Context: an optimization exercise on an open-source flow, tuned for small area, a short achievable clock period and few clock cycles per item. The choices shown serve that exercise and are no tape-out recipe. Function was checked by simulation only, so behaviour that the tests miss may differ from the original.

## flow/design.v (module list and top-level ports; edited modules follow where they fit)
// module cvu_unit: 5984 lines
module cvu_unit (
    input             clk,
    input             rst,
    input             cfg_valid,
    input      [2:0]  cfg_preset,
    input      [6:0]  cfg_width,
    input             cfg_refin,
    input             cfg_refout,
    input             cfg_sym10,
    input      [63:0] cfg_poly,
    input      [63:0] cfg_init,
    input      [63:0] cfg_xor,
    input             in_valid,
    output            in_ready,
    input      [63:0] in_data,
    input      [3:0]  in_count,
    input             in_last,
    output reg        res_valid,
    output reg [63:0] res_data
);
  // ...
==> flow/flow/run.sh <==
#!/bin/bash
# The standard layout (standard.sh: unchanged synthesis and steps) with two
# changes in how it is made:
#  - the port buffers buffer_ports inserts are plain buf_2 cells instead of
#    the delay buffers (clkdlybuf4s50_1) it picks by default;
set -euo pipefail
export BUFFER_PORTS_ARGS="-buffer_cell sky130_fd_sc_hd__buf_2"
export SETUP_SLACK_MARGIN=42.3
export SKIP_LAST_GASP=1
bash standard.sh > standard.log 2>&1
==> flow/standard.sh <==
#!/bin/bash
# synth_recipe.tcl (not shown) runs the flow's synth.tcl, then flattens the netlist and writes it again
# the make line also repeats each setting of config.mk as NAME=value (left out here)
make -C /OpenROAD-flow-scripts/flow DESIGN_CONFIG=/design/flow/config.mk WORK_HOME=/design/flow/orfs CLKGATE_MAP_FILE= SYNTH_SCRIPT=/design/flow/synth_recipe.tcl "${@:-finish}"
==> flow/config.mk <==
export PLATFORM = sky130hd
export DESIGN_NAME = cvu_unit
export DESIGN_NICKNAME = cvu_unit
export VERILOG_FILES = /design/flow/design.v
export SDC_FILE = /design/flow/constraint.sdc
export NUM_CORES = 4
export LEC_CHECK = 0
export CAP_MARGIN = 20
export CORE_MARGIN = 2
export CORE_UTILIZATION = 50
export SLEW_MARGIN = 20
==> flow/constraint.sdc <==
create_clock -name core_clock -period 54.0 [get_ports {clk}]
set_input_delay 10.8000 -clock core_clock [delete_from_list [all_inputs] [get_ports {clk}]]
set_output_delay 10.8000 -clock core_clock [all_outputs]
set_load 0.01 [all_outputs]
==> reports/metrics.cfg, run 1 <==
[route]
top_layer = met5
wl_met2_um = 188000

[status]
outcome = finished clean

[place]
io_buffers = 343
hpwl_um = 382000
dpl_cell_area_mm2 = 0.0863

[worst_setup_path]
ff2ff_setup_slack_ps = 41960
slowest_delay_ps = 1030
endpoint = run[37]
cp_top_family = XOR/XNOR gates
r2r-end = run[37]

[logic_synthesis]
synth_most_common_cell = xnor2_1
synth-xor-area-share_pct = 41.3
synthAdderAreaFrac_pct = 0.171
synth-edff-count = 272

[finish]
multi_input_comb_cells = 8797
largest_class = multi-input gates
fin_area_mm2 = 0.0891

[sta]
fin_crit_sh_pct = 22.3
finalWorstSetupSlack_ps = 41960
layout_min_cycle_time_ps = 12040
slew_headroom_pct = 2.33

[hold_path]
hold_start = nrdy_r

[global_routing]
groute.usage.overall_pct = 58.1

[die]
nWellTaps = 2160

Testbench counts, summed over its fixed seeds: cycles 21,575, beats 21,116.
==> inputs of run 2 (changes only) <==
--- a/flow/design.v
+++ b/flow/design.v
@@ -5961,23 +5961,20 @@
             res_pend   <= 1'b0;
             res_valid  <= 1'b0;
         end else begin
             cv_q      <= cfg_valid;
             cs2       <= cv_q & ~preset_q & ~cfg_valid;
             cs3       <= cs2 & ~cfg_valid;
             cs4       <= cs3 & ~cfg_valid;
             cs5       <= cs4 & ~cfg_valid;
-            if (cfg_valid) begin
-                in_ready_r <= (cfg_preset != 3'd0);
-                nrdy_r     <= (cfg_preset == 3'd0);
-            end else if (cs4) begin
-                in_ready_r <= 1'b1;
-                nrdy_r     <= 1'b0;
-            end
+            in_ready_r <= ~((cfg_valid & (cfg_preset == 3'd0)) |
+                            (~cfg_valid & ((cv_q & ~preset_q) | cs2 | cs3)));
+            nrdy_r     <=   (cfg_valid & (cfg_preset == 3'd0)) |
+                            (~cfg_valid & ((cv_q & ~preset_q) | cs2 | cs3));
             if (beat)
                 in_span <= ~l_q;
             sel_i     <= ~(beat ? ~l_q : in_span) & ~(cs2 | cs3 | cs4);
             nwt       <= (cs2 | cs3 | cs4) & ~cfg_valid;
             res_pend  <= beat & l_q;
             res_valid <= res_pend;
         end
     end
==> flow/flow/run.sh (replaced) <==
#!/bin/bash
set -euo pipefail
export BUFFER_PORTS_ARGS="-buffer_cell sky130_fd_sc_hd__buf_1"
export SETUP_SLACK_MARGIN=42.6
export SKIP_LAST_GASP=1
bash standard.sh MATCH_CELL_FOOTPRINT=0 finish > standard.log 2>&1
==> run 2 against run 1 <==
Effect of this change: synthesized cell count grew 0.39%; die area decreased by 0.47%; sequential share of layout area about the same; critical endpoint is now res_data[13].
==> reports/metrics.cfg, run 2 <==
[clock_tree]
cts-root-buf = clkbuf_16
clk_pin_slew_ps = 80
cts_max_level = 2
cts_sinks = 510
cts_hold_buffers = 0
clkLatencyLatePin_ps = 710
cts-buffers-inserted = 53
cts_tree = done
clockBufferDepth = 3

[logic_synthesis]
syn_inst = 10100
ys.flop_type = edfxtp_1
netlist_area_mm2 = 0.0803
syn-num-nets = 10400
synth_most_common_cell = xnor2_1
synth_top_area_share_pct = 22.9
yosysTopAreaCell = xnor2_1
yosysSeqAreaShare_pct = 16.1
synth-edff-count = 272  ; unchanged
synth_cell_types = 99
synth-warning-count = 1
synth_seq_cells = 510
synth.area.top_cells = xnor2_1, xnor3_1, edfxtp_1
avgSynthCellArea_um2 = 7.93
ys_top_cells_by_count = xnor2_1, nor2_1, nand2_1, a21oi_1, mux2i_1
ys_async_sr_fraction_pct = 0

[place]
io_buffers = 343  ; unchanged
gp_congestion = 1.19
hpwl_um = 381000  ; -0.30%
place_ws_ps = 39980

[die]
initial_core_util_pct = 50.2
core-area_mm2 = 0.160
die_area_mm2 = 0.164
rows = 147
pin_count = 344
dieWidth_um = 405
die_h_um = 405

[sta]
layout_min_cycle_time_ps = 12000  ; -38.0 ps
slew_headroom_pct = 7.92  ; +5.6 points
fmax_ghz = 0.0833
skew_ps = 66.5
setup_viol = 0
fin_tns_setup_ps = 0
tightest_slew_ps = 1340
rsz0062_at_grt = true
finalHoldViolations = 0
fin_crit_sh_pct = 22.2  ; -0.070 points
finalMaxSlewViolations = 0
finalWorstSetupSlack_ps = 42000  ; +38.0 ps

[route]
post-route-drc-count = 0
via_per_inst = 7.03
wire_per_inst_um = 39.8
drtIter0Drc = 18400
ant_nets = 0
vias = 88300
drt-total-wl_um = 499000
drt-pass1-iter-count = 15

[global_routing]
groute.usage.overall_pct = 58.4  ; +0.32 points
grt_start_max_net_pins = 87
antenna_found_initial = 60
grt-ovfl-total = 0
grt_pass1_vias = 78700
grt_pass1_wl_um = 659000

[job]
drv_cap = 0

[worst_setup_path]
crit_type = flip-flop to primary output
critPathCaptureType = primary output
cp_top_family = flip-flops
rr_worst_depth = 25
cp_max_fo = 1
worst-path-buf-inv = 1
slowest_delay_ps = 400  ; -630 ps
start_kind = flip-flop
r2r-end = run[38]
ff2ff_setup_slack_ps = 42240  ; +280 ps
required_ps = 43200
crit_path_top_delay_cell = dfxtp_4
path_cells = buf_6
cp.arrival_ps = 1200
regToRegStartpoint = sel_i

[hold_path]
hold_path_class = flip-flop to flip-flop
whs_path_depth = 1
whs_endpoint = res_data[13]
hold_start = X[13]

[finish]
nFillCells = 15100
multi_input_area_mm2 = 0.0654
drive_gt1_share_pct = 9.70
nets = 10600
mostFrequentLayoutCell = xnor2_1
mostFrequentLayoutCells = xnor2_1, nor2_1, nand2_1
area_growth_pct = 10.7
seq_area_mm2 = 0.0130
postLayoutCoreUtil_pct = 55.6

[status]
outcome = finished clean

[run 2: cell types whose count changed after synthesis, moves of 16 or more]
cell and change:
nor2_1 -69, a21oi_2 -16, xnor2_1 +39, xnor2_2 -33, mux2i_1 +26, nor2b_1 -20
a21oi_1 -58, o21ai_0 +52, o21ai_1 -18, nand2_1 +126
[run 2: per-stage QoR]
stage | cell area (um2) | hold WS (ps) | instances
6_report | 88900 | 433 | 12600
5_1_grt | 88800 | 455 | 12500
4_1_cts | 88100 | 434 | 12500
3_5_place_dp | 85400 | 438 | 12300
3_3_place_gp | 85300 | 441 | 12300
2_1_floorplan | 80500 | 338 | 10100
[run 2: what timing repair did]
action	CTS	global route
setup buffers	14	9
resized for setup	219	74
gates cloned	14	4
setup endpoints to repair	479	221
pin swaps	4	9
[run 2: per-layer routing]
| metal | track usage, % | vias to the layer above | share of wire (%) |
|---|---|---|---|
| met4 | 50.6 | 18 | 11 |
| met2 | 76.3 | 9069 | 37 |
| met3 | 33.1 | 2716 | 18 |
| met1 | 67.5 | 41800 | 33 |
| met5 | 0 | - | 0.036 |
| li1 | - | 34700 | - |
[run 2: cells by family (layout without fill, tap and decap cells)]
logic type / after synthesis / after routing / synth area share, %
buffers and inverters: 784 / 1047 / 3.80
muxes: 587 / 587 / 7.42
AOI/OAI and AO/OA: 1733 / 1733 / 13.8
xor gates and xnor gates: 3060 / 3060 / 40.9
and+or+nand+nor: 3445 / 3455 / 17.8
adders and majority gates: 11 / 11 / 0.171
DFF: 510 / 510 / 16.1
other: 0 / 68 / 0
[run 2: worst max path at each step]
stage                         to  cells past startpoint  slack, ps          from
floorplan                   H[0]                      3      41900     cfg_valid
global placement            G[0]                      4      40050     cfg_valid
detailed placement          G[0]                      4      39980     cfg_valid
CTS                 res_data[13]                      1      42020  res_data[13]
global route        res_data[13]                      1      42040  res_data[13]
finish              res_data[13]                      1      42000  res_data[13]
[run 2: worst reg2reg max path: stages (launching register included)]
cell and delay, ps:
dfxtp_4 800, mux2i_1 1090, xnor2_1 500, a221oi_1 760, o22ai_1 230, nor3_4 710, a21oi_1 400, xnor2_2 710
nor2_1 110, xnor3_1 420, xnor3_1 470, xnor2_2 580, xnor3_1 380, buf_4 510, xor2_2 780, nor2b_1 250
xnor3_1 420, xnor2_1 170, xnor2_2 770, xnor2_1 180, xnor2_1 400, xnor2_1 180, buf_4 260, xnor3_1 390
o21a_1 180, nor2_1 90
[run 2: final cells by class]
cell class	instances	share of cell area, %
clock inverters	28	0.332
multi-input cells	8846	73.6
well taps	2086	2.94
repair buffers	804	5.98
diodes	68	0.191
flip-flops and latches	510	14.6
inverters	144	0.609
clock buffers	71	1.76
Testbench counts of run 2, summed over its fixed seeds: cycles 21,575, beats 21,116.

static timing again, ports no longer ideal:
The flow's constraints put no driver on any port. The routed layouts listed below were extracted and timed again, unchanged, in two steps.
Step 1 (the two cells are an assumption about what drives the block):
set clk [get_ports {clk}]
set_driving_cell -lib_cell sky130_fd_sc_hd__clkbuf_16 $clk
set_driving_cell -lib_cell sky130_fd_sc_hd__buf_2 [delete_from_list [all_inputs] $clk]
Step 2 times the ports against the registers' clock, not the clock port: input delays grow and output delays shrink by t, the midpoint of the rising clock arrivals with the driver on.
Slacks: ideal / step 1 / step 2; pairs: ideal / step 1.
| run | t, ns | slack for setup (ns) | hold slack, ns | worst setup path after step 2 | pins driven straight from the clock port |
|---|---|---|---|---|---|
| run 1 | 0.754 | 41.964 / 41.910 / 41.651 | 0.443 / 0.443 / 0.443 | input to register | 1 |
| run 2 | 0.768 | 42.002 / 41.912 / 41.534 | 0.433 / 0.433 / 0.433 | input to register | 1 |
After both steps setup and hold are still met in every run listed. The setup slack of run 2, which loses most, moves by -0.090 ns with the drivers and by -0.468 ns with both steps.
